This design comes from an exercise in tuning for small area and a short achievable clock period on the open sky130 flow, not from production work.
At most, simulation tests tie the RTL to the original design; equivalence was not proved.
For runs 2 and 3, only the layout was checked, not whether the RTL still works.
Power is estimated from default activity; no workload was simulated.

### flow/run.sh
#!/bin/bash
# synth_recipe.tcl (not shown) runs the flow's synth.tcl, then flattens the netlist and writes it again
# the make line also repeats each setting of config.mk as NAME=value (left out here)
make -C /OpenROAD-flow-scripts/flow DESIGN_CONFIG=/design/flow/config.mk WORK_HOME=/design/flow/orfs CLKGATE_MAP_FILE= SYNTH_SCRIPT=/design/flow/synth_recipe.tcl finish
### flow/design.v
module fmt_cvt_pand #(parameter N = 32, parameter L = 5) (
    input  wire [N-1:0] a,
    output wire [N-1:0] p
);
    wire [N-1:0] lv [0:L];
    assign lv[0] = a;
    genvar l, i;
    generate
        for (l = 0; l < L; l = l + 1) begin : g_l
            for (i = 0; i < N; i = i + 1) begin : g_i
                if ((i >> l) & 1)
                    assign lv[l+1][i] = lv[l][i] & lv[l][((i >> l) << l) - 1];
                else
                    assign lv[l+1][i] = lv[l][i];
            end
        end
    endgenerate
    assign p = lv[L];
endmodule
module fmt_cvt_dec (
    input  wire [3:0]  src_fmt,
    input  wire [3:0]  dst_fmt,
    input  wire [1:0]  denorm,
    input  wire [31:0] x,
    output wire [31:0] sig,        
    output wire [5:0]  sh,         
    output wire        sign,
    output wire        s_nan,
    output wire        s_inf,
    output wire        s_zero,
    output wire        rsv,        
    output wire [7:0]  epre,       
    output wire        e_le0,      
    output wire        e_eq0,      
    output wire        ov_big,     
    output wire        ov_eq,      
    output wire        i_big       
);
    wire s1 = src_fmt == 4'd1, s2 = src_fmt == 4'd2, s3 = src_fmt == 4'd3, s4 = src_fmt == 4'd4;
    wire s5 = src_fmt == 4'd5, s6 = src_fmt == 4'd6, s7 = src_fmt == 4'd7, s8 = src_fmt == 4'd8;
    wire s9 = src_fmt == 4'd9, s10 = src_fmt == 4'd10, s11 = src_fmt == 4'd11, s12 = src_fmt == 4'd12;
    wire isint = s9 | s10 | s11 | s12;
    wire ok    = s1 | s2 | s3 | s4 | s5 | s6 | s7 | s8 | isint;
    wire wide  = s1 | s2 | s3;
    wire ieee  = s1 | s2 | s3 | s5;
    wire [7:0] fe = ({8{s1}} & x[30:23]) | ({8{s2}} & {3'd0, x[14:10]}) | ({8{s3}} & x[14:7])
                  | ({8{s4}} & {4'd0, x[6:3]}) | ({8{s5}} & {3'd0, x[6:2]}) | ({8{s6}} & {5'd0, x[4:2]})
                  | ({8{s7}} & {6'd0, x[4:3]}) | ({8{s8}} & {6'd0, x[2:1]});
    wire [22:0] mm = ({23{s1}} & 23'h7FFFFF) | ({23{s2}} & 23'h3FF) | ({23{s3}} & 23'h7F)
                   | ({23{s4 | s7}} & 23'h7) | ({23{s5 | s6}} & 23'h3) | ({23{s8}} & 23'h1);
    wire [23:0] hp = ({24{s1}} & 24'h800000) | ({24{s2}} & 24'h400) | ({24{s3}} & 24'h80)
                   | ({24{s4 | s7}} & 24'h8) | ({24{s5 | s6}} & 24'h4) | ({24{s8}} & 24'h2);
    wire [22:0] fm = x[22:0] & mm;
    wire fe_zero = (fe == 8'd0);
    wire fm_zero = (fm == 23'd0);
    wire fe_top  = (s1 & (&x[30:23])) | (s2 & (&x[14:10])) | (s3 & (&x[14:7]))
                 | (s4 & (&x[6:3])) | (s5 & (&x[6:2]));
    wire flush_in = denorm[1] & wide & fe_zero;
    assign s_nan  = (ieee & fe_top & !fm_zero) | (s4 & fe_top & (&x[2:0]));
    assign s_inf  = ieee & fe_top & fm_zero;
    wire [31:0] xi = ({32{s9}} & {{24{x[7]}}, x[7:0]}) | ({32{s10}} & {24'd0, x[7:0]})
                   | ({32{s11}} & {{28{x[3]}}, x[3:0]}) | ({32{s12}} & x);
    assign s_zero = isint ? (xi == 32'd0) : (fe_zero & (fm_zero | flush_in));
    assign sign   = isint ? xi[31] : ((s1 & x[31]) | ((s2 | s3) & x[15]) | ((s4 | s5) & x[7])
                                     | ((s6 | s7) & x[5]) | (s8 & x[3]));
    wire [31:0] nz;    
    fmt_cvt_pand #(32) u_nz (.a(~xi), .p(nz));
    wire [31:0] xa = xi ^ ({32{xi[31]}} & {~nz[30:0], 1'b0});
    wire [31:0] sigf = {9'd0, fm} | ({8'd0, hp} & {32{!fe_zero}});
    assign sig = isint ? xa : (flush_in ? 32'd0 : sigf);
    reg [4:0] lz;
    integer i;
    always @* begin
        lz = 5'd31;
        for (i = 0; i < 32; i = i + 1)
            if (sig[i]) lz = 5'd31 - i[4:0];
    end
    wire d1 = dst_fmt == 4'd1, d2 = dst_fmt == 4'd2, d3 = dst_fmt == 4'd3, d4 = dst_fmt == 4'd4;
    wire d5 = dst_fmt == 4'd5, d6 = dst_fmt == 4'd6, d7 = dst_fmt == 4'd7, d8 = dst_fmt == 4'd8;
    wire dfl = d1 | d2 | d3 | d4 | d5 | d6 | d7 | d8;
    wire dok = dfl | (dst_fmt >= 4'd9 && dst_fmt <= 4'd12);
    wire [4:0] mw    = ({5{d1}} & 5'd23) | ({5{d2}} & 5'd10) | ({5{d3}} & 5'd7) | ({5{d4 | d7}} & 5'd3)
                     | ({5{d5 | d6}} & 5'd2) | ({5{d8}} & 5'd1);
    wire [7:0] dbias = ({8{d1 | d3}} & 8'd127) | ({8{d2 | d5}} & 8'd15) | ({8{d4}} & 8'd7)
                     | ({8{d6}} & 8'd3) | ({8{d7 | d8}} & 8'd1);
    wire [7:0] emax  = ({8{d1 | d3}} & 8'd254) | ({8{d2 | d5}} & 8'd30) | ({8{d4}} & 8'd15)
                     | ({8{d6}} & 8'd7) | ({8{d7 | d8}} & 8'd3);
    assign rsv = !ok | !dok;
    wire signed [9:0] ks = ({10{s1}} & -10'sd119) | ({10{s2}} & 10'sd6) | ({10{s3}} & -10'sd103)
                         | ({10{s4}} & 10'sd21) | ({10{s5}} & 10'sd14) | ({10{s6}} & 10'sd26)
                         | ({10{s7}} & 10'sd27) | ({10{s8}} & 10'sd29) | ({10{isint}} & 10'sd31);
    wire [7:0] fe1 = {fe[7:1], fe[0] | fe_zero};
    wire signed [9:0] e31 = $signed({2'b00, isint ? 8'd0 : fe1}) + ks;
    wire signed [10:0] xb  = $signed({e31[9], e31}) + $signed({3'd0, dbias});
    wire signed [10:0] xm  = xb - $signed({3'd0, emax});
    wire signed [10:0] ebd = xb - $signed({6'd0, lz});
    assign e_le0  = (xb <= $signed({6'd0, lz}));
    assign e_eq0  = (xb == $signed({6'd0, lz}));
    assign epre   = e_le0 ? 8'd0 : ebd[7:0];
    assign ov_big = (xm > $signed({6'd0, lz}));
    assign ov_eq  = (xm == $signed({6'd0, lz}));
    assign i_big  = (s1 | s3) & (fe > 8'd158);    
    wire signed [10:0] cx  = dfl ? (11'sd56 - $signed({6'd0, mw}) - $signed({3'd0, dbias})) : 11'sd55;
    wire signed [10:0] tsx = cx - $signed({e31[9], e31});
    wire [5:0]         tn  = 6'd55 - {1'b0, mw} - {1'b0, lz};
    wire [5:0]         tsc = (tsx > 11'sd58) ? 6'd58 : (tsx < 11'sd0 ? 6'd0 : tsx[5:0]);
    assign sh = (dfl & !e_le0) ? tn : tsc;
endmodule
module fmt_cvt_rnd (
    input  wire [3:0]  dst_fmt,
    input  wire [1:0]  rmode,
    input  wire        sat,
    input  wire        den_nz,     
    input  wire [31:0] sig,
    input  wire [5:0]  sh,
    input  wire        sign,
    input  wire        s_nan,
    input  wire        s_inf,
    input  wire        s_zero,
    input  wire        rsv,
    input  wire [7:0]  epre,
    input  wire        e_le0,
    input  wire        e_eq0,
    input  wire        ov_big,
    input  wire        ov_eq,
    input  wire        i_big,
    output reg  [31:0] y,
    output reg  [4:0]  flags
);
    wire d1 = dst_fmt == 4'd1, d2 = dst_fmt == 4'd2, d3 = dst_fmt == 4'd3, d4 = dst_fmt == 4'd4;
    wire d5 = dst_fmt == 4'd5, d6 = dst_fmt == 4'd6, d7 = dst_fmt == 4'd7, d8 = dst_fmt == 4'd8;
    wire d9 = dst_fmt == 4'd9, d10 = dst_fmt == 4'd10, d11 = dst_fmt == 4'd11;
    wire dfl   = d1 | d2 | d3 | d4 | d5 | d6 | d7 | d8;
    wire dieee = d1 | d2 | d3 | d5;
    wire de4m3 = d4;
    wire dwide = d1 | d2 | d3;
    wire [22:0] mm   = ({23{d1}} & 23'h7FFFFF) | ({23{d2}} & 23'h3FF) | ({23{d3}} & 23'h7F)
                     | ({23{d4 | d7}} & 23'h7) | ({23{d5 | d6}} & 23'h3) | ({23{d8}} & 23'h1);
    wire [31:0] qnan = ({32{d1}} & 32'h7FC00000) | ({32{d2}} & 32'h7E00) | ({32{d3}} & 32'h7FC0)
                     | ({32{d4}} & 32'h7F) | ({32{d5}} & 32'h7E);
    wire [31:0] inf  = ({32{d1}} & 32'h7F800000) | ({32{d2}} & 32'h7C00) | ({32{d3}} & 32'h7F80)
                     | ({32{d5}} & 32'h7C);
    wire [31:0] dmax = ({32{d1}} & 32'h7F7FFFFF) | ({32{d2}} & 32'h7BFF) | ({32{d3}} & 32'h7F7F)
                     | ({32{d4}} & 32'h7E) | ({32{d5}} & 32'h7B) | ({32{d6 | d7}} & 32'h1F) | ({32{d8}} & 32'h7);
    wire [31:0] sbit = ({32{d1}} & 32'h80000000) | ({32{d2 | d3}} & 32'h8000) | ({32{d4 | d5}} & 32'h80)
                     | ({32{d6 | d7}} & 32'h20) | ({32{d8}} & 32'h8);
    reg [57:0] t;
    reg        st2;
    always @* begin
        t = {sig, 26'd0}; st2 = 1'b0;
        if (sh[5]) begin st2 = st2 | (|t[31:0]); t = t >> 32; end
        if (sh[4]) begin st2 = st2 | (|t[15:0]); t = t >> 16; end
        if (sh[3]) begin st2 = st2 | (|t[7:0]);  t = t >> 8;  end
        if (sh[2]) begin st2 = st2 | (|t[3:0]);  t = t >> 4;  end
        if (sh[1]) begin st2 = st2 | (|t[1:0]);  t = t >> 2;  end
        if (sh[0]) begin st2 = st2 | t[0];       t = t >> 1;  end
    end
    wire [31:0] q   = t[33:2];
    wire        g   = t[1];
    wire        g2  = t[0];
    wire        st  = g2 | st2;
    wire        lsb = q[0];
    reg up, upn;
    always @* begin
        case (rmode)
            2'd0: begin up = g & (st | lsb); upn = g2; end
            2'd1: begin up = 1'b0;           upn = 1'b0; end
            2'd2: begin up = sign & (g | st);  upn = sign & st; end
            default: begin up = !sign & (g | st); upn = !sign & st; end
        endcase
    end
    wire inexact = g | st;
    wire        n = !dfl & sign;
    wire [31:0] a = ({32{dfl}} & {9'd0, q[22:0] | ~mm}) | ({32{!dfl}} & (q ^ {32{n}}));
    wire        cin = up ^ n;
    wire [31:0] pa;
    fmt_cvt_pand #(32) u_pa (.a(a), .p(pa));
    wire [32:0] yy = {n, a} ^ ({pa, 1'b1} & {33{cin}});
    wire       c     = yy[23];
    wire [7:0] pe;
    fmt_cvt_pand #(8, 3) u_pe (.a(epre), .p(pe));
    wire [7:0] ef    = epre ^ ({pe[6:0], 1'b1} & {8{c}});
    wire       ovf   = ov_big | (ov_eq & (c | (de4m3 & (&yy[2:0]))));
    wire       qnz   = (|q) | up;
    wire       fsub  = e_le0 & !c & qnz;
    wire       carry_n = pa[22] & g & upn;
    wire       tiny  = (e_le0 & !e_eq0) | (e_eq0 & !carry_n);
    wire [31:0] fsgn = sign ? sbit : 32'd0;
    wire       tz    = (rmode == 2'd1) | (rmode == 2'd2 & !sign) | (rmode == 2'd3 & sign);
    wire [31:0] fenc = ({32{d1}} & {1'b0, ef[7:0], yy[22:0]}) | ({32{d2}} & {17'd0, ef[4:0], yy[9:0]})
                     | ({32{d3}} & {17'd0, ef[7:0], yy[6:0]}) | ({32{d4}} & {25'd0, ef[3:0], yy[2:0]})
                     | ({32{d5}} & {25'd0, ef[4:0], yy[1:0]}) | ({32{d6}} & {27'd0, ef[2:0], yy[1:0]})
                     | ({32{d7}} & {27'd0, ef[1:0], yy[2:0]}) | ({32{d8}} & {29'd0, ef[1:0], yy[0]});
    wire pclamp = d9 ? |yy[32:7] : d10 ? |yy[32:8] : d11 ? |yy[32:3] : |yy[32:31];
    wire nclamp = d9 ? yy[32] & !(&yy[31:7]) : d10 ? yy[32] : d11 ? yy[32] & !(&yy[31:3]) : yy[32] & !yy[31];
    wire [31:0] imask = (d9 | d10) ? 32'hFF : d11 ? 32'hF : 32'hFFFFFFFF;
    wire [31:0] ilim  = d9 ? (sign ? 32'h80 : 32'h7F) : d10 ? (sign ? 32'h00 : 32'hFF)
                      : d11 ? (sign ? 32'h8 : 32'h7) : (sign ? 32'h80000000 : 32'h7FFFFFFF);
    wire iclamp = s_inf | i_big | (sign ? nclamp : pclamp);
    always @* begin
        y = 32'd0; flags = 5'd0;
        if (rsv) begin
            y = 32'd0;
        end else if (!dfl) begin
            if (s_nan) begin
                flags[0] = 1'b1;
            end else if (iclamp) begin
                y = ilim; flags[0] = 1'b1;
            end else begin
                y = yy[31:0] & imask; flags[4] = inexact;
            end
        end else begin
            if (s_nan) begin
                y = qnan; flags[0] = 1'b1;
            end else if (s_inf & dieee) begin
                y = fsgn | inf;
            end else if (s_zero) begin
                y = fsgn;
            end else if (s_inf | ovf) begin
                flags[2] = 1'b1; flags[4] = 1'b1;
                if (de4m3 & !sat)               y = qnan;
                else if (dieee & !sat & !tz)    y = fsgn | inf;
                else                            y = fsgn | dmax;
            end else if (fsub & dwide & den_nz) begin
                y = fsgn; flags[3] = 1'b1; flags[4] = 1'b1;
            end else begin
                y = fsgn | fenc;
                flags[4] = inexact;
                flags[3] = tiny & inexact;
            end
        end
    end
endmodule
module fmt_cvt (
    input  wire        clk,
    input  wire        rst,
    input  wire        in_valid,
    input  wire [3:0]  in_src_fmt,
    input  wire [3:0]  in_dst_fmt,
    input  wire [1:0]  in_round,
    input  wire        in_sat,
    input  wire [1:0]  in_denorm,
    input  wire [31:0] in_data,
    output reg         out_valid,
    output reg  [31:0] out_data,
    output reg  [4:0]  out_flags
);
    reg        s1_valid;
    reg [3:0]  s1_src, s1_dst;
    reg [1:0]  s1_round;
    reg        s1_sat;
    reg [1:0]  s1_denorm;
    reg [31:0] s1_data;
    always @(posedge clk) begin
        if (rst) s1_valid <= 1'b0;
        else     s1_valid <= in_valid;
        s1_src    <= in_src_fmt;
        s1_dst    <= in_dst_fmt;
        s1_round  <= in_round;
        s1_sat    <= in_sat;
        s1_denorm <= in_denorm;
        s1_data   <= in_data;
    end
    wire [31:0] a_sig;
    wire [5:0]  a_sh;
    wire [7:0]  a_epre;
    wire        a_sign, a_nan, a_inf, a_zero, a_rsv, a_le0, a_eq0, a_ovb, a_ove, a_ibig;
    fmt_cvt_dec u_dec (
        .src_fmt (s1_src),
        .dst_fmt (s1_dst),
        .denorm  (s1_denorm),
        .x       (s1_data),
        .sig     (a_sig),
        .sh      (a_sh),
        .sign    (a_sign),
        .s_nan   (a_nan),
        .s_inf   (a_inf),
        .s_zero  (a_zero),
        .rsv     (a_rsv),
        .epre    (a_epre),
        .e_le0   (a_le0),
        .e_eq0   (a_eq0),
        .ov_big  (a_ovb),
        .ov_eq   (a_ove),
        .i_big   (a_ibig)
    );
    reg        s2_valid;
    reg [3:0]  s2_dst;
    reg [1:0]  s2_round;
    reg        s2_sat, s2_dnz;
    reg [31:0] s2_sig;
    reg [5:0]  s2_sh;
    reg [7:0]  s2_epre;
    reg        s2_sign, s2_nan, s2_inf, s2_zero, s2_rsv, s2_le0, s2_eq0, s2_ovb, s2_ove, s2_ibig;
    always @(posedge clk) begin
        if (rst) s2_valid <= 1'b0;
        else     s2_valid <= s1_valid;
        s2_dst   <= s1_dst;
        s2_round <= s1_round;
        s2_sat   <= s1_sat;
        s2_dnz   <= |s1_denorm;
        s2_sig   <= a_sig;
        s2_sh    <= a_sh;
        s2_epre  <= a_epre;
        s2_sign  <= a_sign;
        s2_nan   <= a_nan;
        s2_inf   <= a_inf;
        s2_zero  <= a_zero;
        s2_rsv   <= a_rsv;
        s2_le0   <= a_le0;
        s2_eq0   <= a_eq0;
        s2_ovb   <= a_ovb;
        s2_ove   <= a_ove;
        s2_ibig  <= a_ibig;
    end
    wire [31:0] cvt_data;
    wire [4:0]  cvt_flags;
    fmt_cvt_rnd u_rnd (
        .dst_fmt (s2_dst),
        .rmode   (s2_round),
        .sat     (s2_sat),
        .den_nz  (s2_dnz),
        .sig     (s2_sig),
        .sh      (s2_sh),
        .sign    (s2_sign),
        .s_nan   (s2_nan),
        .s_inf   (s2_inf),
        .s_zero  (s2_zero),
        .rsv     (s2_rsv),
        .epre    (s2_epre),
        .e_le0   (s2_le0),
        .e_eq0   (s2_eq0),
        .ov_big  (s2_ovb),
        .ov_eq   (s2_ove),
        .i_big   (s2_ibig),
        .y       (cvt_data),
        .flags   (cvt_flags)
    );
    always @(posedge clk) begin
        if (rst) out_valid <= 1'b0;
        else     out_valid <= s2_valid;
        out_data  <= cvt_data;
        out_flags <= cvt_flags;
    end
endmodule
### flow/config.mk
export PLATFORM = sky130hd
export DESIGN_NAME = fmt_cvt
export DESIGN_NICKNAME = fmt_cvt
export VERILOG_FILES = /design/flow/design.v
export SDC_FILE = /design/flow/constraint.sdc
export NUM_CORES = 4
export LEC_CHECK = 0
export ABC_AREA = 1
export CAP_MARGIN = 20
export CORE_MARGIN = 2
export CORE_UTILIZATION = 40
export SLEW_MARGIN = 20
### flow/constraint.sdc
create_clock -name core_clock -period 24.0 [get_ports {clk}]
set_input_delay 4.8000 -clock core_clock [delete_from_list [all_inputs] [get_ports {clk}]]
set_output_delay 4.8000 -clock core_clock [all_outputs]
set_load 0.01 [all_outputs]
==> flow_summary_export.csv, run 1 <==
group,metric,value,unit
worst_setup_path,arrival,7.62,ns
synthesis,synth_cell_types,66,
finish,mostFrequentLayoutCell,"nand2_1",
finish,area_growth,11.5,%
finish,seqCellArea,2960,µm²
pwr,ir_drop,68.7,µV
clock_network,post_cts_resized,0,
clock_network,clock_latency,0.45,ns
global_routing,antenna_found_initial,0,
pwr,comb_power_share,67.5,%
synthesis,synth_enable_flop_cells,0,
clock_network,htreeDepth,4,
worst_hold_path,min_path_type,"reg2reg",
finish,fin_nets,2540,
worst_setup_path,cp-end-kind,"register",
synthesis,syn_inst,2401,
pwr,p_int,824,µW
place,routabilityCongestion,0.977,
sta,finalClockSkew,0.0103,ns
global_routing,first_global_vias,14700,
routing,drc,0,
floorplanning,fp.dieW,191,µm
worst_setup_path,crit_required,24.37,ns
sta,tightest_slew,0.978,ns
synthesis,netlist_area,14000,µm²
place,pre_cts_slack,16.85,ns
worst_hold_path,hold_depth,0,
sta,setup_violations,0,
finish,antenna_cells,0,
worst_setup_path,r2r_cells,35,
synthesis,yosys_warnings,5,
finish,fillers,3790,
routing,drt_iter0_markers,1378,
worst_setup_path,cp-start-kind,"register",
clock_network,cts_tree,"built",
global_routing,grt_pass1_wl,76.7,mm
finish,mostFrequentLayoutCells,"nand2_1 (628), inv_1 (292), nand3_1 (235)",
worst_setup_path,cp_slowest_stage_delay,0.52,ns
place,dp_hpwl,38.8,mm
status,status,"complete, no violations",
floorplanning,fp.dieH,191,µm
routing,wl_per_cell,16.6,µm
routing,drtPass1Iterations,5,
global_routing,grtUsageTotal,26.6,%
sta,relSlewSlack,34.6,%
worst_setup_path,crit_top_cell,"nand2_1",
worst_setup_path,crit_slowest_cell,"a2111oi_0",
clock_network,cts.sinks,148,
clock_network,hold_buffers,0,
sta,rsz0062_at_grt,"no",
finish,multiInputGateArea,9380,µm²
place,io_buffers,84,
clock_network,postCtsSetupRepairBufs,0,
sta,post-route-period-util,30.2,%
pwr,seqPwrFrac,17.6,%
pwr,p_clk_share,14.9,%
floorplanning,ioPinCount,86,
pwr,power_density,113,nW/µm²
floorplanning,start_util,40.6,%
synthesis,synth-async-reset-ratio,0,%
routing,vias,15700,
worst_setup_path,cp_max_fo,24,
routing,wl,48.1,mm
worst_setup_path,path_class,"reg2reg",
routing,routed_via_density,5.42,
routing,ant_nets,0,
clock_network,clkTransAtPathRegs,0.06,ns
synthesis,synth_ff_type,"dfxtp_1",
global_routing,overflow,0,
run,max_cap_violations,0,
pwr,swShare,53.5,%
sta,hold_violations,0,
floorplanning,core_area,34500,µm²
synthesis,avgSynthCellArea,5.84,µm²
sta,slew_viol_final,0,
sta,fmax,0.138,GHz
clock_network,clock_path_buffers,2,
pwr,leakagePower,0.00768,µW
sta,finalCriticalPeriod,7.25,ns
synthesis,yosys_register_bits,148,
clock_network,numCtsBuffers,17,
floorplanning,rows,68,
sta,finalSetupTns,0,ns
global_routing,grt_max_degree,49,
sta,fin_ws,16.75,ns
synthesis,synth-seq-area-share,21.1,%
floorplanning,dieArea,36600,µm²
synthesis,synth_fp_nets,2517,
pwr,p_sw,949,µW
finish,layout-drive-gt1-share,4.64,%
clock_network,cts-root-buf,"clkbuf_16",
==> layer usage <==
layer	routed length, µm	up-vias	track usage (%)
li1	-	7951	-
met1	21900	7095	35.0
met2	22200	510	43.9
met3	2360	106	3.41
met4	1640	0	10.6
met5	0	-	0
==> logic make-up (layout without fill, tap and decap cells) <==
kind of cell               count (synthesis)  in the layout  share of synthesized area (%)
muxes                                      8              8                          0.571
AOI/OAI and AO/OA                        510            510                           20.2
buffers and inverters                    413            449                           12.1
xor gates and xnor gates                  55             55                           3.49
and+or+nand+nor                         1198           1198                           36.2
DFF                                      148            148                           21.1
other                                      1              1                         0.0267
adders and majority gates                 68             68                           6.39
==> critical path: cells and delay by family (launching register included) <==
| kind | cells | cell delay (ns) |
|---|---|---|
| simple gates | 21 | 3.67 |
| compound gates | 7 | 1.70 |
| buf+inv | 6 | 1.07 |
| flops | 1 | 0.40 |
| fa+ha+maj | 1 | 0.31 |
==> registers in the layout, indices dropped and copies added (netlist names), 2 cells and up <==
register,count
s1_denorm,2
s1_src,4
s2_round,2
out_flags,4
out_data,32
s1_round,2
s2_sh,6
s2_dst,4
s1_data,32
s2_sig,32
s1_dst,4
s2_epre,8
==> layout make-up <==
class	instances	area share (%)
Multi-Input combinational cell	1840	60.0
Sequential cell	148	18.9
Inverter	322	7.76
Timing Repair Buffer	95	5.90
Tap cell	455	3.64
Clock buffer	17	2.72
Clock inverter	15	1.04
==> synthesized netlist by cell type (10+ instances only) <==
cell	count	share of area (%)
dfxtp_1	148	21
xnor2_1	16	1.0
a31oi_1	18	0.80
nor2_1	224	6.0
buf_2	26	0.93
a21oi_1	154	5.5
o22ai_1	16	0.71
nor4_1	12	0.54
nand4_1	25	1.1
o21ai_1	106	3.8
inv_2	23	0.62
inv_1	292	7.8
nor3_1	32	1.1
nand3_1	235	8.4
buf_6	10	0.80
clkbuf_1	36	0.96
buf_1	11	0.29
o211ai_1	17	0.91
xor2_1	38	2.4
nand2_1	629	17
or2_2	13	0.58
ha_1	62	5.5
o21ai_0	144	5.1
==> per-stage QoR <==
step | cells | total power [µW] | instance area (µm²) | hold slack (ns) | util (%)
finish | 2892 | 1770 | 15600 | 0.326 | 45.3
global placement | 2860 | 1490 | 15000 | 0.313 | 43.6
floorplan | 2401 | 1210 | 14000 | 0.310 | -
global route | 2892 | 1950 | 15600 | 0.336 | 45.3
detailed placement | 2860 | 1490 | 15000 | 0.312 | 43.6
CTS | 2892 | 1760 | 15600 | 0.327 | 45.3
==> power groups by stage <==
stage	registers (µW)	clock network, µW	logic [µW]
3_3_place_gp	317	0	1170
6_report	312	263	1200
2_1_floorplan	317	0	889
4_1_cts	312	269	1180
5_1_grt	315	281	1350
3_5_place_dp	318	0	1180
==> path summary, 6_finish.rpt <==
kind,slack (ns),startpoint,endpoint
worst max-delay path,16.75,s1_src[0],s2_sh[2]
worst min-delay path,0.33,s1_round[1],s2_round[1]
worst max register to register,16.75,s1_src[0],s2_sh[2]
worst min register to register,0.33,s1_round[1],s2_round[1]
==> run 2: changes to the inputs <==
--- a/flow/design.v
+++ b/flow/design.v
@@ -83,8 +83,6 @@
                      | ({5{d5 | d6}} & 5'd2) | ({5{d8}} & 5'd1);
     wire [7:0] dbias = ({8{d1 | d3}} & 8'd127) | ({8{d2 | d5}} & 8'd15) | ({8{d4}} & 8'd7)
                      | ({8{d6}} & 8'd3) | ({8{d7 | d8}} & 8'd1);
-    wire [7:0] emax  = ({8{d1 | d3}} & 8'd254) | ({8{d2 | d5}} & 8'd30) | ({8{d4}} & 8'd15)
-                     | ({8{d6}} & 8'd7) | ({8{d7 | d8}} & 8'd3);
     assign rsv = !ok | !dok;
     wire signed [9:0] ks = ({10{s1}} & -10'sd119) | ({10{s2}} & 10'sd6) | ({10{s3}} & -10'sd103)
                          | ({10{s4}} & 10'sd21) | ({10{s5}} & 10'sd14) | ({10{s6}} & 10'sd26)
@@ -92,13 +90,15 @@
     wire [7:0] fe1 = {fe[7:1], fe[0] | fe_zero};
     wire signed [9:0] e31 = $signed({2'b00, isint ? 8'd0 : fe1}) + ks;
     wire signed [10:0] xb  = $signed({e31[9], e31}) + $signed({3'd0, dbias});
-    wire signed [10:0] xm  = xb - $signed({3'd0, emax});
     wire signed [10:0] ebd = xb - $signed({6'd0, lz});
-    assign e_le0  = (xb <= $signed({6'd0, lz}));
-    assign e_eq0  = (xb == $signed({6'd0, lz}));
+    wire        eneg = ebd[10];
+    assign e_eq0  = (ebd == 11'sd0);
+    assign e_le0  = eneg | e_eq0;
     assign epre   = e_le0 ? 8'd0 : ebd[7:0];
-    assign ov_big = (xm > $signed({6'd0, lz}));
-    assign ov_eq  = (xm == $signed({6'd0, lz}));
+    wire   hi5 = |ebd[9:5], hi4 = hi5 | ebd[4], hi3 = hi4 | ebd[3], hi2 = hi3 | ebd[2];
+    assign ov_big = !eneg & (((d2 | d5) & (hi5 | (&ebd[4:0]))) | (d4 & hi4) | (d6 & hi3) | ((d7 | d8) & hi2));
+    assign ov_eq  = ((d1 | d3) & (ebd == 11'sd254)) | ((d2 | d5) & (ebd == 11'sd30)) | (d4 & (ebd == 11'sd15))
+                  | (d6 & (ebd == 11'sd7)) | ((d7 | d8) & (ebd == 11'sd3));
     assign i_big  = (s1 | s3) & (fe > 8'd158);    
     wire signed [10:0] cx  = dfl ? (11'sd56 - $signed({6'd0, mw}) - $signed({3'd0, dbias})) : 11'sd55;
     wire signed [10:0] tsx = cx - $signed({e31[9], e31});
@@ -136,12 +136,6 @@
     wire dwide = d1 | d2 | d3;
     wire [22:0] mm   = ({23{d1}} & 23'h7FFFFF) | ({23{d2}} & 23'h3FF) | ({23{d3}} & 23'h7F)
                      | ({23{d4 | d7}} & 23'h7) | ({23{d5 | d6}} & 23'h3) | ({23{d8}} & 23'h1);
-    wire [31:0] qnan = ({32{d1}} & 32'h7FC00000) | ({32{d2}} & 32'h7E00) | ({32{d3}} & 32'h7FC0)
-                     | ({32{d4}} & 32'h7F) | ({32{d5}} & 32'h7E);
-    wire [31:0] inf  = ({32{d1}} & 32'h7F800000) | ({32{d2}} & 32'h7C00) | ({32{d3}} & 32'h7F80)
-                     | ({32{d5}} & 32'h7C);
-    wire [31:0] dmax = ({32{d1}} & 32'h7F7FFFFF) | ({32{d2}} & 32'h7BFF) | ({32{d3}} & 32'h7F7F)
-                     | ({32{d4}} & 32'h7E) | ({32{d5}} & 32'h7B) | ({32{d6 | d7}} & 32'h1F) | ({32{d8}} & 32'h7);
     wire [31:0] sbit = ({32{d1}} & 32'h80000000) | ({32{d2 | d3}} & 32'h8000) | ({32{d4 | d5}} & 32'h80)
                      | ({32{d6 | d7}} & 32'h20) | ({32{d8}} & 32'h8);
     reg [57:0] t;
@@ -185,49 +179,54 @@
     wire       fsub  = e_le0 & !c & qnz;
     wire       carry_n = pa[22] & g & upn;
     wire       tiny  = (e_le0 & !e_eq0) | (e_eq0 & !carry_n);
-    wire [31:0] fsgn = sign ? sbit : 32'd0;
     wire       tz    = (rmode == 2'd1) | (rmode == 2'd2 & !sign) | (rmode == 2'd3 & sign);
-    wire [31:0] fenc = ({32{d1}} & {1'b0, ef[7:0], yy[22:0]}) | ({32{d2}} & {17'd0, ef[4:0], yy[9:0]})
-                     | ({32{d3}} & {17'd0, ef[7:0], yy[6:0]}) | ({32{d4}} & {25'd0, ef[3:0], yy[2:0]})
-                     | ({32{d5}} & {25'd0, ef[4:0], yy[1:0]}) | ({32{d6}} & {27'd0, ef[2:0], yy[1:0]})
-                     | ({32{d7}} & {27'd0, ef[1:0], yy[2:0]}) | ({32{d8}} & {29'd0, ef[1:0], yy[0]});
+    wire [31:0] mant = {9'd0, mm};
+    wire [31:0] expf = ({32{d1}} & 32'h7F800000) | ({32{d2}} & 32'h7C00) | ({32{d3}} & 32'h7F80)
+                     | ({32{d4}} & 32'h78) | ({32{d5}} & 32'h7C) | ({32{d6}} & 32'h1C)
+                     | ({32{d7}} & 32'h18) | ({32{d8}} & 32'h6);
+    wire [31:0] elsb = ({32{d1}} & 32'h00800000) | ({32{d2}} & 32'h400) | ({32{d3}} & 32'h80)
+                     | ({32{d5}} & 32'h4);                        
+    wire [31:0] nanm = ({32{d1}} & 32'h00400000) | ({32{d2}} & 32'h200) | ({32{d3}} & 32'h40)
+                     | ({32{d4}} & 32'h7) | ({32{d5}} & 32'h2);
+    wire [31:0] imsk = ({32{d9 | d10}} & 32'hFF) | ({32{d11}} & 32'hF) | ({32{!(d9 | d10 | d11)}} & 32'hFFFFFFFF);
+    wire [31:0] isgn = ({32{d9}} & 32'h80) | ({32{d11}} & 32'h8) | ({32{!(d9 | d10 | d11)}} & 32'h80000000);
+    wire [31:0] epl  = ({32{d1}} & {1'b0, ef[7:0], 23'd0}) | ({32{d2}} & {17'd0, ef[4:0], 10'd0})
+                     | ({32{d3}} & {17'd0, ef[7:0], 7'd0}) | ({32{d4}} & {25'd0, ef[3:0], 3'd0})
+                     | ({32{d5}} & {25'd0, ef[4:0], 2'd0}) | ({32{d6}} & {27'd0, ef[2:0], 2'd0})
+                     | ({32{d7}} & {27'd0, ef[1:0], 3'd0}) | ({32{d8}} & {29'd0, ef[1:0], 1'd0});
     wire pclamp = d9 ? |yy[32:7] : d10 ? |yy[32:8] : d11 ? |yy[32:3] : |yy[32:31];
     wire nclamp = d9 ? yy[32] & !(&yy[31:7]) : d10 ? yy[32] : d11 ? yy[32] & !(&yy[31:3]) : yy[32] & !yy[31];
-    wire [31:0] imask = (d9 | d10) ? 32'hFF : d11 ? 32'hF : 32'hFFFFFFFF;
-    wire [31:0] ilim  = d9 ? (sign ? 32'h80 : 32'h7F) : d10 ? (sign ? 32'h00 : 32'hFF)
-                      : d11 ? (sign ? 32'h8 : 32'h7) : (sign ? 32'h80000000 : 32'h7FFFFFFF);
     wire iclamp = s_inf | i_big | (sign ? nclamp : pclamp);
+    wire f_nan  = dfl & s_nan;
+    wire f_inf  = dfl & !s_nan & s_inf & dieee;
+    wire f_zero = dfl & !s_nan & !(s_inf & dieee) & s_zero;
+    wire f_ovf  = dfl & !s_nan & !(s_inf & dieee) & !s_zero & (s_inf | ovf);
+    wire f_fl   = dfl & !s_nan & !s_inf & !s_zero & !ovf & fsub & dwide & den_nz;
+    wire f_norm = dfl & !s_nan & !s_inf & !s_zero & !ovf & !(fsub & dwide & den_nz);
+    wire o_qnan = f_ovf & de4m3 & !sat;
+    wire o_inf  = f_ovf & !(de4m3 & !sat) & dieee & !sat & !tz;
+    wire o_max  = f_ovf & !(de4m3 & !sat) & !(dieee & !sat & !tz);
+    wire i_nan  = !dfl & s_nan;
+    wire i_clmp = !dfl & !s_nan & iclamp;
+    wire i_norm = !dfl & !s_nan & !iclamp;
+    wire [31:0] ysel = ({32{f_norm}} & mant) | ({32{i_norm}} & imsk);
+    wire [31:0] yv = (yy[31:0] & ysel)
+                   | ({32{f_norm}} & epl)
+                   | ({32{(f_norm | f_zero | f_fl | f_inf | o_inf | o_max) & sign}} & sbit)
+                   | ({32{f_inf | o_inf | f_nan | o_qnan}} & expf)
+                   | ({32{o_max}} & ((expf & ~elsb) | (mant & ~{31'd0, de4m3})))
+                   | ({32{f_nan | o_qnan}} & nanm)
+                   | ({32{i_clmp & !sign}} & imsk & ~isgn)
+                   | ({32{i_clmp & sign}} & isgn);
+    wire has_nan = d1 | d2 | d3 | d4 | d5;
     always @* begin
-        y = 32'd0; flags = 5'd0;
-        if (rsv) begin
-            y = 32'd0;
-        end else if (!dfl) begin
-            if (s_nan) begin
-                flags[0] = 1'b1;
-            end else if (iclamp) begin
-                y = ilim; flags[0] = 1'b1;
-            end else begin
-                y = yy[31:0] & imask; flags[4] = inexact;
-            end
-        end else begin
-            if (s_nan) begin
-                y = qnan; flags[0] = 1'b1;
-            end else if (s_inf & dieee) begin
-                y = fsgn | inf;
-            end else if (s_zero) begin
-                y = fsgn;
-            end else if (s_inf | ovf) begin
-                flags[2] = 1'b1; flags[4] = 1'b1;
-                if (de4m3 & !sat)               y = qnan;
-                else if (dieee & !sat & !tz)    y = fsgn | inf;
-                else                            y = fsgn | dmax;
-            end else if (fsub & dwide & den_nz) begin
-                y = fsgn; flags[3] = 1'b1; flags[4] = 1'b1;
-            end else begin
-                y = fsgn | fenc;
-                flags[4] = inexact;
-                flags[3] = tiny & inexact;
-            end
+        y = (rsv | (f_nan & !has_nan)) ? 32'd0 : yv;
+        flags = 5'd0;
+        if (!rsv) begin
+            flags[0] = f_nan | i_nan | i_clmp;
+            flags[2] = f_ovf;
+            flags[3] = f_fl | (f_norm & tiny & inexact);
+            flags[4] = f_ovf | f_fl | ((f_norm | i_norm) & inexact);
         end
     end
 endmodule
==> flow_summary_export.csv, run 2 <==
group,metric,value,unit
synthesis,synth_top_area_share,20.8,%
finish,fin_nets,2467,
worst_setup_path,cp_slowest_stage_delay,0.66,ns
synthesis,yosysTopAreaCell,"dfxtp_1",
pwr,leakagePower,0.00782,µW
worst_setup_path,arrival,8.65,ns
synthesis,synth_enable_flop_cells,0,
worst_setup_path,r2r_end,"s2_sh[4]",
place,dp_hpwl,37.9,mm
synthesis,yosys_warnings,5,
global_routing,antenna_found_initial,0,
sta,hold_violations,0,
sta,relSlewSlack,33.9,%
synthesis,netlist_area,14200,µm²
clock_network,cts-root-buf,"clkbuf_16",
synthesis,synth_ff_type,"dfxtp_1",
finish,antenna_cells,0,
clock_network,post_cts_resized,0,
sta,slew_viol_final,0,
routing,drc,0,
finish,area_growth,11.1,%
clock_network,clock_path_buffers,2,
clock_network,cts.sinks,148,
clock_network,clkTransAtPathRegs,0.07,ns
worst_setup_path,cp-start-kind,"register",
synthesis,syn_inst,2332,
global_routing,grt_util_met1,35.4,%
sta,finalClockSkew,0.00906,ns
global_routing,overflow,0,
clock_network,numCtsBuffers,17,
synthesis,avgSynthCellArea,6.10,µm²
clock_network,hold_buffers,0,
floorplanning,dieArea,37100,µm²
global_routing,first_global_vias,14300,
routing,vias,15500,
worst_setup_path,crit_top_cell,"nor2_1",
global_routing,met2_usage,42.7,%
worst_hold_path,min_path_type,"reg2reg",
floorplanning,rows,69,
floorplanning,fp.dieH,193,µm
floorplanning,start_util,40.3,%
synthesis,synth.area.top_cells,"dfxtp_1 (21%), nand3_1 (16%), nand2_1 (15%)",
sta,finalSetupTns,0,ns
finish,layout-drive-gt1-share,7.83,%
routing,wl,47.4,mm
worst_hold_path,hold_path_end,"s2_sat",
finish,mostFrequentLayoutCells,"nand2_1 (568), nand3_1 (451), inv_1 (268)",
synthesis,synth-seq-area-share,20.8,%
global_routing,grtUsageTotal,26.0,%
synthesis,synth-async-reset-ratio,0,%
synthesis,synth_cell_types,69,
synthesis,yosys_register_bits,148,
floorplanning,ioPinCount,86,
sta,fmax,0.120,GHz
sta,fin_ws,15.67,ns
synthesis,synth.most_common_cell,"nand2_1",
place,io_buffers,84,
sta,finalCriticalPeriod,8.33,ns
clock_network,htreeDepth,4,
sta,rsz0062_at_grt,"no",
global_routing,grt_pass1_wl,75.9,mm
routing,ant_nets,0,
pwr,power_density,113,nW/µm²
worst_setup_path,crit_required,24.32,ns
worst_setup_path,cp-end-kind,"register",
finish,mostFrequentLayoutCell,"nand2_1",
clock_network,clock_latency,0.44,ns
sta,post-route-period-util,34.7,%
worst_setup_path,r2r_cells,41,
floorplanning,fp.dieW,193,µm
worst_setup_path,r2r-start,"s1_src[1]",
floorplanning,core_area,35300,µm²
run,max_cap_violations,0,
worst_hold_path,hold_depth,0,
global_routing,grt.met3_usage,3.13,%
clock_network,cts_tree,"built",
global_routing,grt.busiest_layer,"met2",
place,pre_cts_slack,15.69,ns
routing,drt_iter0_markers,1460,
global_routing,grt_max_degree,53,
synthesis,synth_fp_nets,2437,
worst_setup_path,crit_slowest_cell,"fa_1",
routing,drtPass1Iterations,6,
place,routabilityCongestion,0.931,
pwr,ir_drop,66.6,µV
worst_setup_path,path_class,"reg2reg",
status,status,"complete, no violations",
worst_hold_path,hold_start,"s1_sat",
routing,routed_via_density,5.48,
clock_network,postCtsSetupRepairBufs,0,
synthesis,synth_common_cells,"nand2_1 (568), nand3_1 (451), inv_1 (268)",
sta,setup_violations,0,
routing,wl_per_cell,16.7,µm
worst_setup_path,cp_max_fo,21,
sta,tightest_slew,0.980,ns
finish,top_regs,"out_data (32), s1_data (32), s2_sig (32)",
finish,fillers,3740,
worst_setup_path,rrSetupSlack,15.67,ns
run 2: worst max-delay path, delay by kind of cell (launching register included):
family                   cells  cell delay, ns
buffers and inverters        8            1.10
AND/OR/NAND/NOR             17            2.58
AO/OA/AOI/OAI               12            2.53
adder cells (fa/ha/maj)      2            1.11
XOR/XNOR                     2            0.36
flip-flops                   1            0.47
run 2: worst max path at each step:
| stage | startpoint | slack, ns | to |
|---|---|---|---|
| 2_1_floorplan | s1_src[2] | 17.66 | s2_sh[1] |
| 3_3_place_gp | s1_src[1] | 15.94 | s2_sh[1] |
| 3_5_place_dp | s1_src[1] | 15.69 | s2_sh[4] |
| 4_1_cts | s1_src[1] | 15.61 | s2_sh[4] |
| 5_1_grt | s1_src[1] | 14.93 | s2_sh[4] |
| 6_report | s1_src[1] | 15.67 | s2_sh[4] |
run 2: kinds of logic after synthesis:
family / count (synthesis) / share of synthesized area, %
simple gates: 1448 / 47.9
buf+inv: 374 / 11.7
compound gates: 260 / 11.3
flops: 148 / 20.8
fa+ha+maj: 57 / 5.49
xor+xnor: 44 / 2.71
other cells: 1 / 0.0264
run 2: layout make-up:
cell class,instances,area [µm²],share of cell area (%)
sequential,148,2970,18.8
multi-input combinational,1810,9600,60.8
tap,461,577,3.65
timing repair buffer,92,901,5.70
clock buffer,20,447,2.83
clock inverter,11,199,1.26
inverter,293,1100,6.99
run 2: per-layer routing:
layer / vias to the layer above / wire length [µm]
li1: 7784 / -
met4: 0 / 1190
met2: 532 / 21700
met1: 7148 / 22000
met5: - / 0
met3: 74 / 2570
run 2: power breakdown:
part           internal, µW  switching (µW)  leakage, µW
logic                   369             813      0.00628
clock network           187             105     0.000303
registers               285            28.0      0.00123
total                   842             946      0.00782
run 2: stage by stage:
step | cells | hold slack (ns) | util (%) | power, µW | area (µm²)
after floorplan | 2332 | 0.310 | - | 1230 | 14200
after global placement | 2804 | 0.312 | 42.9 | 1480 | 15100
after detailed placement | 2804 | 0.312 | 42.9 | 1480 | 15100
after CTS | 2835 | 0.326 | 44.7 | 1780 | 15800
after global routing | 2835 | 0.338 | 44.7 | 1950 | 15800
final | 2835 | 0.325 | 44.7 | 1790 | 15800
==> run 3: changes to the inputs <==
==> flow/flow/run.sh (new file) <==
#!/bin/bash
# Standard layout, with repair_timing aiming for more setup slack than the
# clock needs so the cells on the long paths get sized for speed.
set -euo pipefail
bash standard.sh SETUP_SLACK_MARGIN=18 finish > make_finish.log 2>&1
==> flow/standard.sh (new file) <==
#!/bin/bash
# synth_recipe.tcl (not shown) runs the flow's synth.tcl, then flattens the netlist and writes it again
# the make line also repeats each setting of config.mk as NAME=value (left out here)
make -C /OpenROAD-flow-scripts/flow DESIGN_CONFIG=/design/flow/config.mk WORK_HOME=/design/flow/orfs CLKGATE_MAP_FILE= SYNTH_SCRIPT=/design/flow/synth_recipe.tcl "${@:-finish}"
removed: flow/run.sh
==> flow_summary_export.csv, run 3 <==
group,metric,value,unit
pwr,power_density,109,nW/µm²
place,io_buffers,84,
synthesis,synth_ff_type,"dfxtp_1",
clock_network,htreeDepth,4,
finish,mostFrequentLayoutCells,"nand2_1 (531), nand3_1 (443), inv_1 (248)",
floorplanning,ioPinCount,86,
routing,wl,49.6,mm
finish,mostFrequentLayoutCell,"nand2_1",
routing,drt_iter0_markers,1573,
sta,slew_viol_final,0,
routing,drc,0,
routing,ant_nets,0,
clock_network,clkTransAtPathRegs,0.07,ns
pwr,leakagePower,0.00847,µW
synthesis,synth.area.top_cells,"dfxtp_1 (21%), nand3_1 (16%), nand2_1 (15%)",
clock_network,cts_tree,"built",
synthesis,synth_simple_gate_area_share,47.9,%
worst_setup_path,cp-end-kind,"register",
finish,multiInputGateArea,10300,µm²
routing,wl_per_cell,17.0,µm
clock_network,cts-root-buf,"clkbuf_16",
synthesis,synth_top_area_share,20.8,%
sta,tightest_slew,0.910,ns
sta,hold_slack,0.331,ns
finish,area_growth,20.2,%
worst_setup_path,cp_max_fo,6,
synthesis,synth-seq-area-share,20.8,%
routing,drtPass1Iterations,6,
clock_network,numCtsBuffers,17,
worst_setup_path,cp-start-kind,"register",
routing,routed_via_density,5.47,
global_routing,grtUsageTotal,27.2,%
sta,fmax,0.159,GHz
finish,top_regs,"out_data (32), s1_data (32), s2_sig (32)",
pwr,ir_drop,64.7,µV
pwr,p_sw,1010,µW
synthesis,syn_inst,2332,
finish,fin_nets,2551,
synthesis,yosys_warnings,5,
status,status,"complete, no violations",
worst_setup_path,cp_slowest_stage_delay,0.48,ns
pwr,seqPwrFrac,16.9,%
synthesis,synth-async-reset-ratio,0,%
global_routing,grt_pass1_wl,79.3,mm
synthesis,avgSynthCellArea,6.10,µm²
sta,relSlewSlack,39.3,%
run,max_cap_violations,0,
floorplanning,rows,69,
sta,rsz0062_at_grt,"yes",
sta,finalSetupTns,0,ns
sta,finalClockSkew,0.0116,ns
global_routing,antenna_found_initial,1,
sta,hold_violations,0,
floorplanning,dieArea,37100,µm²
clock_network,clock_latency,0.45,ns
synthesis,netlist_area,14200,µm²
synthesis,synth_fp_nets,2437,
sta,setup_violations,0,
finish,seqCellArea,2980,µm²
finish,fillers,3686,
sta,finalCriticalPeriod,6.27,ns
synthesis,synth_cell_types,69,
worst_setup_path,crit_top_cell,"nor2_4",
synthesis,synth_common_cells,"nand2_1 (568), nand3_1 (451), inv_1 (268)",
pwr,p_int,847,µW
floorplanning,fp.dieH,193,µm
synthesis,yosys_register_bits,148,
finish,antenna_cells,0,
sta,post-route-period-util,26.1,%
clock_network,hold_buffers,0,
routing,vias,16000,
synthesis,synth_top_family_by_area,"simple AND/OR/NAND/NOR gates",
global_routing,grt_max_degree,53,
global_routing,overflow,0,
finish,layout-drive-gt1-share,17.2,%
worst_hold_path,min_path_type,"reg2reg",
synthesis,synthMuxAreaShare,0,%
synthesis,synth.most_common_cell,"nand2_1",
synthesis,synth_enable_flop_cells,0,
synthesis,yosysTopAreaCell,"dfxtp_1",
floorplanning,start_util,40.3,%
synthesis,synth_xor_area_share,2.71,%
clock_network,clock_path_buffers,2,
pwr,finalPower,1850,µW
place,routabilityCongestion,0.982,
floorplanning,fp.dieW,193,µm
worst_setup_path,crit_required,24.37,ns
global_routing,first_global_vias,15100,
synthesis,synth_compound_area_share,11.3,%
pwr,p_clk_share,13.5,%
pwr,comb_power_share,69.6,%
synthesis,synth-adder-area-share,5.49,%
floorplanning,core_area,35300,µm²
clock_network,cts.sinks,148,
pwr,swShare,54.3,%
place,dp_hpwl,38.2,mm
worst_setup_path,crit_slowest_cell,"fa_1",
worst_setup_path,arrival,6.64,ns
worst_setup_path,path_class,"reg2reg",
run 3: worst max-delay path: cells and delay by family, from the launching register on:
| family | cells | cell delay [ns] |
|---|---|---|
| AND/OR/NAND/NOR | 23 | 2.43 |
| AO/OA/AOI/OAI | 10 | 1.34 |
| buffers and inverters | 9 | 0.91 |
| adder cells (fa/ha/maj) | 2 | 0.78 |
| flip-flops | 1 | 0.42 |
| XOR/XNOR | 2 | 0.29 |
run 3: cell type report:
class                      count  area share (%)
timing repair buffer         176            8.88
clock inverter                12           0.571
tap                          461            3.37
clock buffer                  20            2.67
sequential                   148            17.4
multi-input combinational   1810            60.3
inverter                     293            6.74
run 3: metrics by stage:
step	cell area, µm²	util [%]	worst slack (ns)	instances
finish	17100	48.4	17.73	2920
global route	17100	48.4	17.38	2920
global placement	15200	43.1	16.74	2806
CTS	16600	46.9	17.71	2890
floorplan	14300	-	18.00	2332
detailed placement	15200	43.1	16.62	2806
run 3: worst paths after layout:
kind	end	slack (ns)	cells past startpoint	from
worst max-delay path	s2_sh[0]	17.73	46	s1_src[1]
worst min-delay path	s2_sat	0.33	0	s1_sat
worst min register to register	s2_sat	0.33	0	s1_sat
worst max register to register	s2_sh[0]	17.73	46	s1_src[1]
run 3: cells by family (layout without fill, tap and decap cells):
| group | after synthesis | in the layout |
|---|---|---|
| fa+ha+maj | 57 | 57 |
| flops | 148 | 148 |
| compound gates | 260 | 260 |
| other cells | 1 | 1 |
| buf+inv | 374 | 501 |
| xor+xnor | 44 | 44 |
| simple gates | 1448 | 1448 |
run 3: repair_timing:
| item | CTS | global route |
|---|---|---|
| setup endpoints to repair | 55 | 49 |
| pin swaps | 50 | 47 |
| buffers inserted | 50 | 30 |
| gates resized for setup | 182 | 85 |
| cloned | 2 | 0 |
run 3: power groups by stage:
stage | clock network (µW) | registers [µW] | logic (µW)
floorplan | 0 | 316 | 919
global placement | 0 | 318 | 1170
detailed placement | 0 | 318 | 1170
CTS | 257 | 312 | 1220
global route | 268 | 316 | 1440
finish | 251 | 313 | 1290
run 3: metal layers:
| metal | GRT usage [%] | share of wire [%] |
|---|---|---|
| met3 | 4.00 | 6.4 |
| met1 | 35.9 | 44 |
| met5 | 0 | 0.016 |
| met2 | 44.6 | 46 |
| met4 | 10.4 | 3.6 |
==> run 4: changes to the inputs <==
--- a/flow/design.v
+++ b/flow/design.v
@@ -17,6 +17,35 @@
     endgenerate
     assign p = lv[L];
 endmodule
+module fmt_cvt_lzc (
+    input  wire [31:0] a,
+    output wire [5:0]  n
+);
+    wire [15:0] v1; wire [15:0] z1;
+    wire [7:0]  v2; wire [15:0] z2;
+    wire [3:0]  v3; wire [11:0] z3;
+    wire [1:0]  v4; wire [7:0]  z4;
+    genvar g;
+    generate
+        for (g = 0; g < 16; g = g + 1) begin : g1
+            assign v1[g] = a[2*g+1] | a[2*g];
+            assign z1[g] = !a[2*g+1];
+        end
+        for (g = 0; g < 8; g = g + 1) begin : g2
+            assign v2[g] = v1[2*g+1] | v1[2*g];
+            assign z2[2*g+1:2*g] = v1[2*g+1] ? {1'b0, z1[2*g+1]} : {1'b1, z1[2*g]};
+        end
+        for (g = 0; g < 4; g = g + 1) begin : g3
+            assign v3[g] = v2[2*g+1] | v2[2*g];
+            assign z3[3*g+2:3*g] = v2[2*g+1] ? {1'b0, z2[4*g+3:4*g+2]} : {1'b1, z2[4*g+1:4*g]};
+        end
+        for (g = 0; g < 2; g = g + 1) begin : g4
+            assign v4[g] = v3[2*g+1] | v3[2*g];
+            assign z4[4*g+3:4*g] = v3[2*g+1] ? {1'b0, z3[6*g+5:6*g+3]} : {1'b1, z3[6*g+2:6*g]};
+        end
+    endgenerate
+    assign n = v4[1] ? {2'b00, z4[7:4]} : (v4[0] ? {2'b01, z4[3:0]} : 6'd32);
+endmodule
 module fmt_cvt_dec (
     input  wire [3:0]  src_fmt,
     input  wire [3:0]  dst_fmt,
@@ -58,23 +87,20 @@
     wire flush_in = denorm[1] & wide & fe_zero;
     assign s_nan  = (ieee & fe_top & !fm_zero) | (s4 & fe_top & (&x[2:0]));
     assign s_inf  = ieee & fe_top & fm_zero;
-    wire [31:0] xi = ({32{s9}} & {{24{x[7]}}, x[7:0]}) | ({32{s10}} & {24'd0, x[7:0]})
-                   | ({32{s11}} & {{28{x[3]}}, x[3:0]}) | ({32{s12}} & x);
-    assign s_zero = isint ? (xi == 32'd0) : (fe_zero & (fm_zero | flush_in));
-    assign sign   = isint ? xi[31] : ((s1 & x[31]) | ((s2 | s3) & x[15]) | ((s4 | s5) & x[7])
-                                     | ((s6 | s7) & x[5]) | (s8 & x[3]));
+    wire [31:0] iw = ({32{s9 | s10}} & 32'hFF) | ({32{s11}} & 32'hF) | ({32{s12}} & 32'hFFFFFFFF);
+    wire        ineg = (s9 & x[7]) | (s11 & x[3]) | (s12 & x[31]);
     wire [31:0] nz;    
-    fmt_cvt_pand #(32) u_nz (.a(~xi), .p(nz));
-    wire [31:0] xa = xi ^ ({32{xi[31]}} & {~nz[30:0], 1'b0});
+    fmt_cvt_pand #(32) u_nz (.a(~x), .p(nz));
+    wire [31:0] xa = (x ^ ({32{ineg}} & {~nz[30:0], 1'b0})) & iw;
+    assign s_zero = isint ? ((x & iw) == 32'd0) : (fe_zero & (fm_zero | flush_in));
+    assign sign   = isint ? ineg : ((s1 & x[31]) | ((s2 | s3) & x[15]) | ((s4 | s5) & x[7])
+                                     | ((s6 | s7) & x[5]) | (s8 & x[3]));
     wire [31:0] sigf = {9'd0, fm} | ({8'd0, hp} & {32{!fe_zero}});
     assign sig = isint ? xa : (flush_in ? 32'd0 : sigf);
-    reg [4:0] lz;
-    integer i;
-    always @* begin
-        lz = 5'd31;
-        for (i = 0; i < 32; i = i + 1)
-            if (sig[i]) lz = 5'd31 - i[4:0];
-    end
+    wire [31:0] u   = isint ? ((x ^ {32{ineg}}) & iw) : (flush_in ? 32'd0 : sigf);
+    wire        pw2 = ineg & !(|(~x[31:1] & x[30:0] & iw[31:1]));
+    wire [5:0]  lzu;
+    fmt_cvt_lzc u_lzc (.a(u), .n(lzu));
     wire d1 = dst_fmt == 4'd1, d2 = dst_fmt == 4'd2, d3 = dst_fmt == 4'd3, d4 = dst_fmt == 4'd4;
     wire d5 = dst_fmt == 4'd5, d6 = dst_fmt == 4'd6, d7 = dst_fmt == 4'd7, d8 = dst_fmt == 4'd8;
     wire dfl = d1 | d2 | d3 | d4 | d5 | d6 | d7 | d8;
@@ -89,11 +115,11 @@
                          | ({10{s7}} & 10'sd27) | ({10{s8}} & 10'sd29) | ({10{isint}} & 10'sd31);
     wire [7:0] fe1 = {fe[7:1], fe[0] | fe_zero};
     wire signed [9:0] e31 = $signed({2'b00, isint ? 8'd0 : fe1}) + ks;
-    wire signed [10:0] xb  = $signed({e31[9], e31}) + $signed({3'd0, dbias});
-    wire signed [10:0] ebd = xb - $signed({6'd0, lz});
+    wire signed [10:0] xb  = $signed({e31[9], e31}) + $signed({3'd0, dbias}) + $signed({10'd0, pw2});
+    wire signed [10:0] ebd = xb - $signed({5'd0, lzu});
     wire        eneg = ebd[10];
-    assign e_eq0  = (ebd == 11'sd0);
-    assign e_le0  = eneg | e_eq0;
+    assign e_eq0  = (xb == $signed({5'd0, lzu}));
+    assign e_le0  = (xb <= $signed({5'd0, lzu}));
     assign epre   = e_le0 ? 8'd0 : ebd[7:0];
     wire   hi5 = |ebd[9:5], hi4 = hi5 | ebd[4], hi3 = hi4 | ebd[3], hi2 = hi3 | ebd[2];
     assign ov_big = !eneg & (((d2 | d5) & (hi5 | (&ebd[4:0]))) | (d4 & hi4) | (d6 & hi3) | ((d7 | d8) & hi2));
@@ -102,7 +128,7 @@
     assign i_big  = (s1 | s3) & (fe > 8'd158);    
     wire signed [10:0] cx  = dfl ? (11'sd56 - $signed({6'd0, mw}) - $signed({3'd0, dbias})) : 11'sd55;
     wire signed [10:0] tsx = cx - $signed({e31[9], e31});
-    wire [5:0]         tn  = 6'd55 - {1'b0, mw} - {1'b0, lz};
+    wire [5:0]         tn  = 6'd55 + {5'd0, pw2} - {1'b0, mw} - lzu;
     wire [5:0]         tsc = (tsx > 11'sd58) ? 6'd58 : (tsx < 11'sd0 ? 6'd0 : tsx[5:0]);
     assign sh = (dfl & !e_le0) ? tn : tsc;
 endmodule
==> flow_summary_export.csv, run 4 <==
group,metric,value,unit
routing,drc,0,
place,pre_cts_slack,16.81,ns
worst_setup_path,path_buf_inv,1,
routing,vias,16700,
finish,area_growth,17.0,%
run,max_cap_violations,0,
worst_setup_path,critical_path.cell_chain,"dlygate4sd2_1",
synthesis,synth-async-reset-ratio,0,%
synthesis,synth_top_family_by_area,"simple AND/OR/NAND/NOR gates",
worst_setup_path,crit_required,19.20,ns
pwr,finalPower,1760,µW
worst_hold_path,min_path_type,"reg2reg",
finish,layout-drive-gt1-share,10.5,%
global_routing,antenna_found_initial,1,
worst_setup_path,arrival,1.03,ns
synthesis,avgSynthCellArea,5.85,µm²
global_routing,first_global_vias,15600,
floorplanning,fp.dieW,193,µm
sta,finalCriticalPeriod,5.83,ns
clock_network,htreeDepth,4,
pwr,seqPwrFrac,17.4,%
place,placed_area,15300,µm²
synthesis,yosys_warnings,4,
pwr,power_density,105,nW/µm²
clock_network,clkTransAtPathRegs,0.06,ns
worst_setup_path,crit_slowest_cell,"dfxtp_1",
global_routing,grt_pass1_wl,83.8,mm
floorplanning,core_area,35500,µm²
global_routing,grt_max_degree,54,
worst_setup_path,cp_top_family,"flip-flops",
pwr,comb_power_share,67.7,%
worst_setup_path,cp-end-kind,"output port",
clock_network,cts_tree,"built",
sta,post-route-period-util,24.3,%
clock_network,cts.sinks,148,
routing,drt_iter0_markers,1691,
synthesis,synth.area.top_cells,"dfxtp_1 (21%), nand3_1 (16%), nand2_1 (14%)",
finish,finalInstanceArea,16800,µm²
pwr,swShare,54.1,%
worst_setup_path,cp_slowest_stage_delay,0.30,ns
pwr,p_sw,954,µW
synthesis,synth_ff_type,"dfxtp_1",
synthesis,synth_common_cells,"nand2_1 (553), nand3_1 (466), nor2_1 (317)",
routing,wl_per_cell,17.9,µm
routing,routed_via_density,5.56,
pwr,ir_drop,68.6,µV
pwr,p_clk_share,14.9,%
synthesis,syn_inst,2452,
floorplanning,dieArea,37400,µm²
place,dp_hpwl,41.8,mm
synthesis,yosys_register_bits,148,
clock_network,cts-root-buf,"clkbuf_16",
sta,fin_ws,18.17,ns
finish,antenna_cells,0,
finish,top_regs,"out_data (32), s1_data (32), s2_sig (32)",
routing,drtPass1Iterations,6,
global_routing,overflow,0,
synthesis,synth_cell_types,73,
sta,finalSetupTns,0,ns
synthesis,synth_simple_gate_area_share,46.4,%
floorplanning,ioPinCount,86,
worst_setup_path,path_class,"reg2out",
finish,mostFrequentLayoutCell,"nand2_1",
routing,ant_nets,0,
sta,tightest_slew,1.02,ns
sta,setup_violations,0,
global_routing,grtUsageTotal,28.0,%
place,routabilityCongestion,0.980,
place,place_inst,2917,
floorplanning,rows,69,
worst_setup_path,cp-start-kind,"register",
sta,hold_violations,0,
floorplanning,start_util,40.4,%
synthesis,synth_top_area_share,20.6,%
clock_network,numCtsBuffers,17,
finish,mostFrequentLayoutCells,"nand2_1 (547), nand3_1 (465), nor2_1 (301)",
pwr,p_int,810,µW
sta,slew_viol_final,0,
clock_network,clock_path_buffers,2,
worst_setup_path,cp_max_fo,1,
synthesis,synthMuxAreaShare,0,%
synthesis,synth_compound_area_share,12.8,%
pwr,leakagePower,0.00815,µW
floorplanning,fp.dieH,193,µm
synthesis,synth_xor_area_share,3.35,%
sta,relSlewSlack,31.8,%
synthesis,netlist_area,14300,µm²
synthesis,synth.most_common_cell,"nand2_1",
sta,finalClockSkew,0.0151,ns
sta,rsz0062_at_grt,"no",
status,status,"complete, no violations",
finish,fin_nets,2624,
synthesis,synth-adder-area-share,5.25,%
synthesis,yosysTopAreaCell,"dfxtp_1",
finish,final_cells,2994,
synthesis,synth_enable_flop_cells,0,
clock_network,clock_latency,0.45,ns
synthesis,synth-seq-area-share,20.6,%
routing,wl,53.6,mm
place,io_buffers,84,
sta,fmax,0.171,GHz
synthesis,synth_fp_nets,2556,
## run 4: final timing paths
check,startpoint,end,slack (ns),depth (start not counted)
hold reg to reg,s1_sat,s2_sat,0.33,0
setup reg to reg,s1_src[0],s2_ovb,18.26,36
setup / recovery,out_data[12],out_data[12],18.17,1
hold / removal,s1_sat,s2_sat,0.33,0
## run 4: worst reg2reg max path: cells and delay by family, from the launching register on
kind / cells / cell delay, ns
flops: 1 / 0.38
xor+xnor: 1 / 0.17
compound gates: 11 / 1.80
simple gates: 15 / 1.97
buf+inv: 7 / 0.58
fa+ha+maj: 2 / 0.68
## run 4: final cells by class
type	count	area, µm²
repair buffers	137	1250
clock inverters	15	145
flip-flops and latches	148	2980
well taps	461	577
clock buffers	17	425
fillers	3782	18700
inverters	297	1150
repair inverters	2	10.0
multi-input cells	1917	10200
## run 4: cell families after synthesis
family                   after synthesis
AND/OR/NAND/NOR                     1490
other                                  1
XOR/XNOR                              54
adder cells (fa/ha/maj)               56
AO/OA/AOI/OAI                        314
flip-flops                           148
buffers and inverters                389
## run 4: routing by layer
| metal | track usage (%) | vias to the layer above | wire length [µm] |
|---|---|---|---|
| li1 | - | 8277 | - |
| met3 | 4.08 | 130 | 3260 |
| met4 | 11.2 | 2 | 2160 |
| met5 | 0 | - | 13 |
| met2 | 46.2 | 605 | 24800 |
| met1 | 36.6 | 7643 | 23400 |
## run 4: stage by stage
| stage | hold slack [ns] | util [%] |
|---|---|---|
| floorplan | 0.310 | - |
| global placement | 0.316 | 43.2 |
| detailed placement | 0.321 | 43.2 |
| CTS | 0.336 | 45.4 |
| global route | 0.340 | 47.3 |
| finish | 0.334 | 47.3 |
## run 4: power groups by stage
stage / clock network, µW / registers, µW / logic [µW]
6_report: 263 / 306 / 1190
5_1_grt: 278 / 310 / 1350
4_1_cts: 269 / 305 / 1140
3_5_place_dp: 0 / 311 / 1130
3_3_place_gp: 0 / 311 / 1120
2_1_floorplan: 0 / 307 / 870
## run 4: timing repair
item / CTS / global route
cloned: 2 / 4
endpoints found under the setup margin: 54 / 16
buffers inserted: 12 / 27
pin swaps: 8 / 33
hold buffers: 0 / 0
resized for setup: 79 / 106

-- afterwards: timing with drivers on the ports --
No port has a modelled driver above. Below, the same layouts with a new extraction and two added sets of constraints. Step 1 (the two cells are an assumption about what drives the block):
set clk [get_ports {clk}]
set_driving_cell -lib_cell sky130_fd_sc_hd__clkbuf_16 $clk
set_driving_cell -lib_cell sky130_fd_sc_hd__buf_2 [delete_from_list [all_inputs] $clk]
Step 2 also shifts input and output timing later by t, the mid clock arrival at the registers, as if the neighbouring blocks saw the same clock. Slacks: ideal ports / drivers / drivers and shift; pairs: ideal ports / drivers.
run | t, ns | setup WS [ns] | worst setup path at the end
run 1 | 0.492 | 16.751 / 16.751 / 16.751 | register to register
run 2 | 0.489 | 15.670 / 15.670 / 15.670 | register to register
run 3 | 0.499 | 17.728 / 17.728 / 17.728 | register to register
run 4 | 0.496 | 18.166 / 18.114 / 18.257 | register to register
After both steps every run listed still meets setup and hold.
